From an optimization exercise on the open Yosys and OpenROAD flow, aimed at small area, a short achievable clock period and few clock cycles per item; shortcuts taken in it are not production practice. Function was checked by simulation only, so behaviour that the tests miss may differ from the original.

==> run R: inputs <==
==> flow/design.v (excerpt) <==
module aes_core (
    input  wire         clk,
    input  wire         rst,         
    input  wire         in_valid,
    output wire         in_ready,
    input  wire         in_aes256,   
    input  wire [255:0] in_key,
    input  wire [127:0] in_block,
    output wire         out_valid,
    input  wire         out_ready,
    output wire [127:0] out_block
);
clock: 8.5 ns
lec_check: 0
cap_margin: 20
core_margin: 2
core_utilization: 60
place_density: 0.7
setup_slack_margin: 5.0
slew_margin: 20
synth_hierarchical: 1
synth_minimum_keep_size: 0
tns_end_percent: 5
standard.sh (not shown) runs the stock make flow with config.mk's settings and CLKGATE_MAP_FILE= SYNTH_SCRIPT=/design/flow/synth_recipe.tcl, a recipe that flattens the netlist after the stock synthesis.
==> flow/flow/run.sh <==
#!/bin/bash
set -euo pipefail
bash standard.sh "BUFFER_PORTS_ARGS=-buffer_cell sky130_fd_sc_hd__buf_2" finish > flow_make.log 2>&1
==> run Z (differences from run R) <==
==> flow/config.mk (replaced) <==
export PLATFORM = sky130hd
export DESIGN_NAME = aes_core
export DESIGN_NICKNAME = aes_core
export VERILOG_FILES = /design/flow/design.v
export SDC_FILE = /design/flow/constraint.sdc
export NUM_CORES = 4
export LEC_CHECK = 0
export CAP_MARGIN = 20
export CORE_MARGIN = 2
export CORE_UTILIZATION = 50
export PLACE_DENSITY = 0.6
export SETUP_SLACK_MARGIN = 5.0
export SLEW_MARGIN = 20
export SYNTH_HIERARCHICAL = 1
export SYNTH_MINIMUM_KEEP_SIZE = 0
export TNS_END_PERCENT = 5
==> run F (differences from run R) <==
--- a/flow/design.v
+++ b/flow/design.v
@@ -199,17 +199,16 @@
     reg          xv;             
     reg          x256;
     reg  [3:0]   xr;             
     reg          xh;             
     reg          xw;             
     reg  [127:0] PU;             
     reg  [127:0] PM;             
     reg  [255:0] KP;
-    reg  [31:0]  KPU;            
     reg  [31:0]  KPM;
     reg          pv;
     reg          p256;
     reg  [3:0]   pr;
     reg          ph;
     reg          pw;
     reg          pl;             
     reg          prot;           
@@ -219,17 +218,17 @@
     assign out_block = ob;
     genvar i, c, k;
     wire [127:0] pm_d;
     generate
         for (i = 0; i < 16; i = i + 1) begin : g_s1
             aes_sbox_p1 u_sb1 (.a(X[127 - 8*i -: 8]), .m(pm_d[127 - 8*i -: 8]));
         end
     endgenerate
-    wire [31:0] ksub_x = x256 ? KX[31:0] : KX[159:128];
+    wire [31:0] ksub_x = KX[31:0];
     wire [31:0] kpm_d;
     generate
         for (i = 0; i < 4; i = i + 1) begin : g_k1
             aes_sbox_p1 u_kb1 (.a(ksub_x[31 - 8*i -: 8]), .m(kpm_d[31 - 8*i -: 8]));
         end
     endgenerate
     wire [7:0] sb [0:15];
     wire [127:0] sr;             
@@ -242,17 +241,17 @@
             assign sr[127 - 32*c -  8 -: 8] = sb[((c + 1) % 4) * 4 + 1];
             assign sr[127 - 32*c - 16 -: 8] = sb[((c + 2) % 4) * 4 + 2];
             assign sr[127 - 32*c - 24 -: 8] = sb[((c + 3) % 4) * 4 + 3];
         end
     endgenerate
     wire [31:0] sub_out;
     generate
         for (i = 0; i < 4; i = i + 1) begin : g_k2
-            aes_sbox_p2 u_kb2 (.a(KPU[31 - 8*i -: 8]), .m(KPM[31 - 8*i -: 8]),
+            aes_sbox_p2 u_kb2 (.a(KP[31 - 8*i -: 8]), .m(KPM[31 - 8*i -: 8]),
                                .y(sub_out[31 - 8*i -: 8]));
         end
     endgenerate
     wire       xlast  = (xr == (x256 ? 4'd14 : 4'd10));
     wire       xrot   = !x256 || xr[0];
     wire [3:0] rc_idx = x256 ? ((xr + 4'd1) >> 1) : xr;
     reg  [7:0] rcon;
     always @* begin
@@ -285,17 +284,16 @@
     wire         m128 = !p256;
     generate
         for (k = 0; k < 32; k = k + 1) begin : g_rks
             g_and u_a (.a(rot_out[k]), .b(m128), .y(rk_s[k]));
         end
     endgenerate
     wire [127:0] round_key = rk_a ^ {rk_s, rk_s, rk_s, rk_s};
     wire [127:0] fin_d;
-    wire [127:0] nxt_d;
     wire [127:0] dm;
     generate
         for (c = 0; c < 4; c = c + 1) begin : g_mc
             wire [7:0] a0 = sr[127 - 32*c      -: 8];
             wire [7:0] a1 = sr[127 - 32*c -  8 -: 8];
             wire [7:0] a2 = sr[127 - 32*c - 16 -: 8];
             wire [7:0] a3 = sr[127 - 32*c - 24 -: 8];
             wire [31:0] s;           
@@ -319,17 +317,16 @@
                 g_xor u_x3 (.a(si[2]), .b(si[7]), .y(xt[3]));
                 g_xor u_x4 (.a(si[3]), .b(si[7]), .y(xt[4]));
                 for (k = 0; k < 8; k = k + 1) begin : g_bit
                     localparam integer b = 127 - 32*c - 8*i - 7 + k;    
                     wire f1;
                     g_xor u_d  (.a(t[k]), .b(xt[k]), .y(dm[b]));
                     g_xor u_f1 (.a(sr[b]), .b(rk_a[b]), .y(f1));
                     g_xor u_f2 (.a(f1), .b(rk_s[b % 32]), .y(fin_d[b]));
-                    g_xor u_n  (.a(fin_d[b]), .b(dm[b]), .y(nxt_d[b]));
                 end
             end
         end
     endgenerate
     wire go_out = pv && plast && !ov && !pw;        
     reg       xv_n, x256_n, xh_n, xw_n;
     reg [3:0] xr_n;
     always @* begin
@@ -371,45 +368,43 @@
         p256 <= x256;
         pr   <= xr;
         ph   <= xh;
         pw   <= pw_n;
         pl   <= xlast;
         prot <= xrot;
         prc  <= rcon;
     end
+    wire         sel_ear = rdy || ph;
+    wire         sel_f   = !sel_ear;
     wire         sel_nxt = !rdy && !ph && !plast;
-    wire         sel_fin = !rdy && !ph && plast;
     wire [127:0] x_early = rdy ? (in_block ^ in_key[255:128]) : PU;
-    wire         sel_ear = rdy || ph;
     wire         sel_ofin = go_out && !ph;
     wire [127:0] ob_early = (go_out && ph) ? PU : ob;
     wire [127:0] x_d;
     wire [127:0] ob_d;
     generate
         for (k = 0; k < 128; k = k + 1) begin : g_mx
-            wire n1, n2, n3, o1, o2;
-            g_nand  u_n1 (.a(nxt_d[k]), .b(sel_nxt), .y(n1));
-            g_nand  u_n2 (.a(fin_d[k]), .b(sel_fin), .y(n2));
-            g_nand  u_n3 (.a(x_early[k]), .b(sel_ear), .y(n3));
-            g_nand3 u_x  (.a(n1), .b(n2), .c(n3), .y(x_d[k]));
+            wire n1, n2, m1, dn, o1, o2;
+            g_nand  u_n1 (.a(fin_d[k]), .b(sel_f), .y(n1));
+            g_nand  u_n2 (.a(x_early[k]), .b(sel_ear), .y(n2));
+            g_nand  u_m1 (.a(n1), .b(n2), .y(m1));
+            g_nand  u_dn (.a(dm[k]), .b(sel_nxt), .y(dn));
+            g_xnor  u_x  (.a(m1), .b(dn), .y(x_d[k]));
             g_nand  u_o1 (.a(fin_d[k]), .b(sel_ofin), .y(o1));
             g_nand  u_o2 (.a(ob_early[k]), .b(!sel_ofin), .y(o2));
             g_nand  u_o  (.a(o1), .b(o2), .y(ob_d[k]));
         end
     endgenerate
+    wire [255:0] kx_in = {in_key[255:32], in_aes256 ? in_key[31:0] : in_key[159:128]};
     always @(posedge clk) begin
         ob  <= ob_d;
         X   <= x_d;
-        KX  <= rdy ? in_key : {round_key, new_key};
+        KX  <= rdy ? kx_in : {round_key, new_key};
         PU  <= X;
         PM  <= pm_d;
         KP  <= KX;
-        KPU <= ksub_x;
         KPM <= kpm_d;
     end
 endmodule
 module g_and (input wire a, input wire b, output wire y);
     assign y = a & b;
 endmodule
-module g_nand3 (input wire a, input wire b, input wire c, output wire y);
-    assign y = ~(a & b & c);
-endmodule
==> flow/config.mk (replaced) <==
export PLATFORM = sky130hd
export DESIGN_NAME = aes_core
export DESIGN_NICKNAME = aes_core
export VERILOG_FILES = /design/flow/design.v
export SDC_FILE = /design/flow/constraint.sdc
export NUM_CORES = 4
export LEC_CHECK = 0
export CAP_MARGIN = 20
export CORE_MARGIN = 2
export CORE_UTILIZATION = 50
export PLACE_DENSITY = 0.6
export SETUP_SLACK_MARGIN = 5.0
export SLEW_MARGIN = 20
export SYNTH_HIERARCHICAL = 1
export SYNTH_MINIMUM_KEEP_SIZE = 0
export TNS_END_PERCENT = 5
==> run K (differences from run R) <==
==> flow/flow/run.sh (replaced) <==
#!/bin/bash
set -euo pipefail
bash standard.sh "BUFFER_PORTS_ARGS=-buffer_cell sky130_fd_sc_hd__buf_2" "SETUP_SLACK_MARGIN=5.3" finish > flow_make.log 2>&1
==> flow/config.mk (replaced) <==
export PLATFORM = sky130hd
export DESIGN_NAME = aes_core
export DESIGN_NICKNAME = aes_core
export VERILOG_FILES = /design/flow/design.v
export SDC_FILE = /design/flow/constraint.sdc
export NUM_CORES = 4
export LEC_CHECK = 0
export CAP_MARGIN = 20
export CORE_MARGIN = 2
export CORE_UTILIZATION = 50
export PLACE_DENSITY = 0.6
export SETUP_SLACK_MARGIN = 5.0
export SLEW_MARGIN = 20
export SYNTH_HIERARCHICAL = 1
export SYNTH_MINIMUM_KEEP_SIZE = 0
export TNS_END_PERCENT = 5
==> results.toml <==
[outcome]
status = "complete, no violations"

[clock_tree]
cts_sinks = 1116

[yosys]
synth_area_leaders = "xor2_1, dfxtp_1, xnor2_1"
yosys.area_share.simple = 0.122

[worst_hold_path]
hold_start = "KX[160]"

[worst_setup_path]
r2r-end = "X[116]"
worstPathRequired_ns = 9.21

[final_layout]
area_delta_synth_final_pct = 27.2
sh_seq_area = 0.251
finalNetCount = 9012

[sta]
setup_slack_ns = 4.87
The numbers above come from run Z.

==> results.toml <==
[clock_tree]
htree_levels = 4
cts_sinks = 1116

[yosys]
yosys.area_share.simple = 0.122
synth_area_leaders = "xor2_1, dfxtp_1, xnor2_1"

[outcome]
status = "complete, no violations"

[final_layout]
area_delta_synth_final_pct = 32.4
sh_seq_area = 0.243
finalNetCount = 9247

[global_route]
grt_overflow = 0

[worst_setup_path]
r2r-end = "X[25]"

[sta]
min_period_over_period = 0.415
setup_slack_ns = 4.97
The numbers above come from run K.

==> results.toml <==
[outcome]
status = "complete, no violations"

[final_layout]
sh_seq_area = 0.259
finalNetCount = 8942
area_delta_synth_final_pct = 21.4
final_cell_area_sq_mm = 0.0841

[sta]
tightest_slew_ns = 1.10
setup_slack_ns = 4.97

[yosys]
yosys.area_share.simple = 0.127
yosysMostFrequentCell = "xor2_1"
ys_seq_area_frac = 0.313
syn_inst = 7797

[worst_setup_path]
cp.depth = 13
worstPathRequired_ns = 9.17
cpMaxStageDelayCell = "dfxtp_1"
crit_path_frequent_cell = "xor2_1"

[clock_tree]
cts_tree = "done"
cts_sinks = 1084

[global_route]
use_met2 = 0.568

[worst_hold_path]
hold_start = "KX[247]"
The numbers above come from run F.

==> results.toml <==
[worst_hold_path]
hold_start = "KX[243]"
whs_path_depth = 0

[routing]
drt_iter0_markers = 5905
postRouteAntennaNets = 0

[yosys]
synth_top_area_share = 0.323
synth_area_leaders = "xor2_1, dfxtp_1, xnor2_1"
ys_types = 54

[sta]
setup_slack_ns = 4.64

[global_route]
grtUsageMet1 = 0.539

[worst_setup_path]
worstPathRequired_ns = 9.18
crit_end = "X[0]"
r2r-end = "X[0]"

[final_layout]
sh_seq_area = 0.257
area_delta_synth_final_pct = 24.0
finalNetCount = 8984
clock_area_frac = 0.0482

[clock_tree]
cts_root_buf = "clkbuf_16"
cts_sinks = 1116
cts_tree = "done"

[outcome]
status = "complete, no violations"

[placed_design]
place_area_sq_mm = 0.0748
The numbers above come from run R.

Testbench counts of run R, summed over its fixed seeds: cycles 23,660, blocks 1,920.
Testbench counts of run Z, summed over its fixed seeds: cycles 23,660, blocks 1,920.
Testbench counts of run F, summed over its fixed seeds: cycles 23,660, blocks 1,920.
Testbench counts of run K, summed over its fixed seeds: cycles 23,660, blocks 1,920.

[re-timing with driven ports]
How much do the figures lean on ideal ports? The routed layouts below were timed once more, with nothing changed but the port constraints.
Step 1, drivers: a clkbuf_16 drives clk and a buf_2 each remaining input, both assumed.
Step 2 adds t to the input delays and takes it off the output delays; t is the mean of the earliest and latest rising clock arrival at the registers after step 1. Input paths then give back, and output paths get back, about the clock's delay inside the block.
a / b / c = ideal / step 1 / step 2; a / b = the first two.
| run | shift t [ns] | setup slack, ns | worst setup path after step 2 | pins driven straight from the clock port |
|---|---|---|---|---|
| run R | 0.843 | 4.640 / 4.640 / 4.640 | register to register | 1 |
| run Z | 0.875 | 4.873 / 4.873 / 4.873 | register to register | 1 |
| run F | 0.837 | 4.974 / 4.974 / 4.974 | register to register | 1 |
| run K | 0.835 | 4.973 / 4.973 / 4.973 | register to register | 1 |
After both steps every run listed still meets setup and hold.
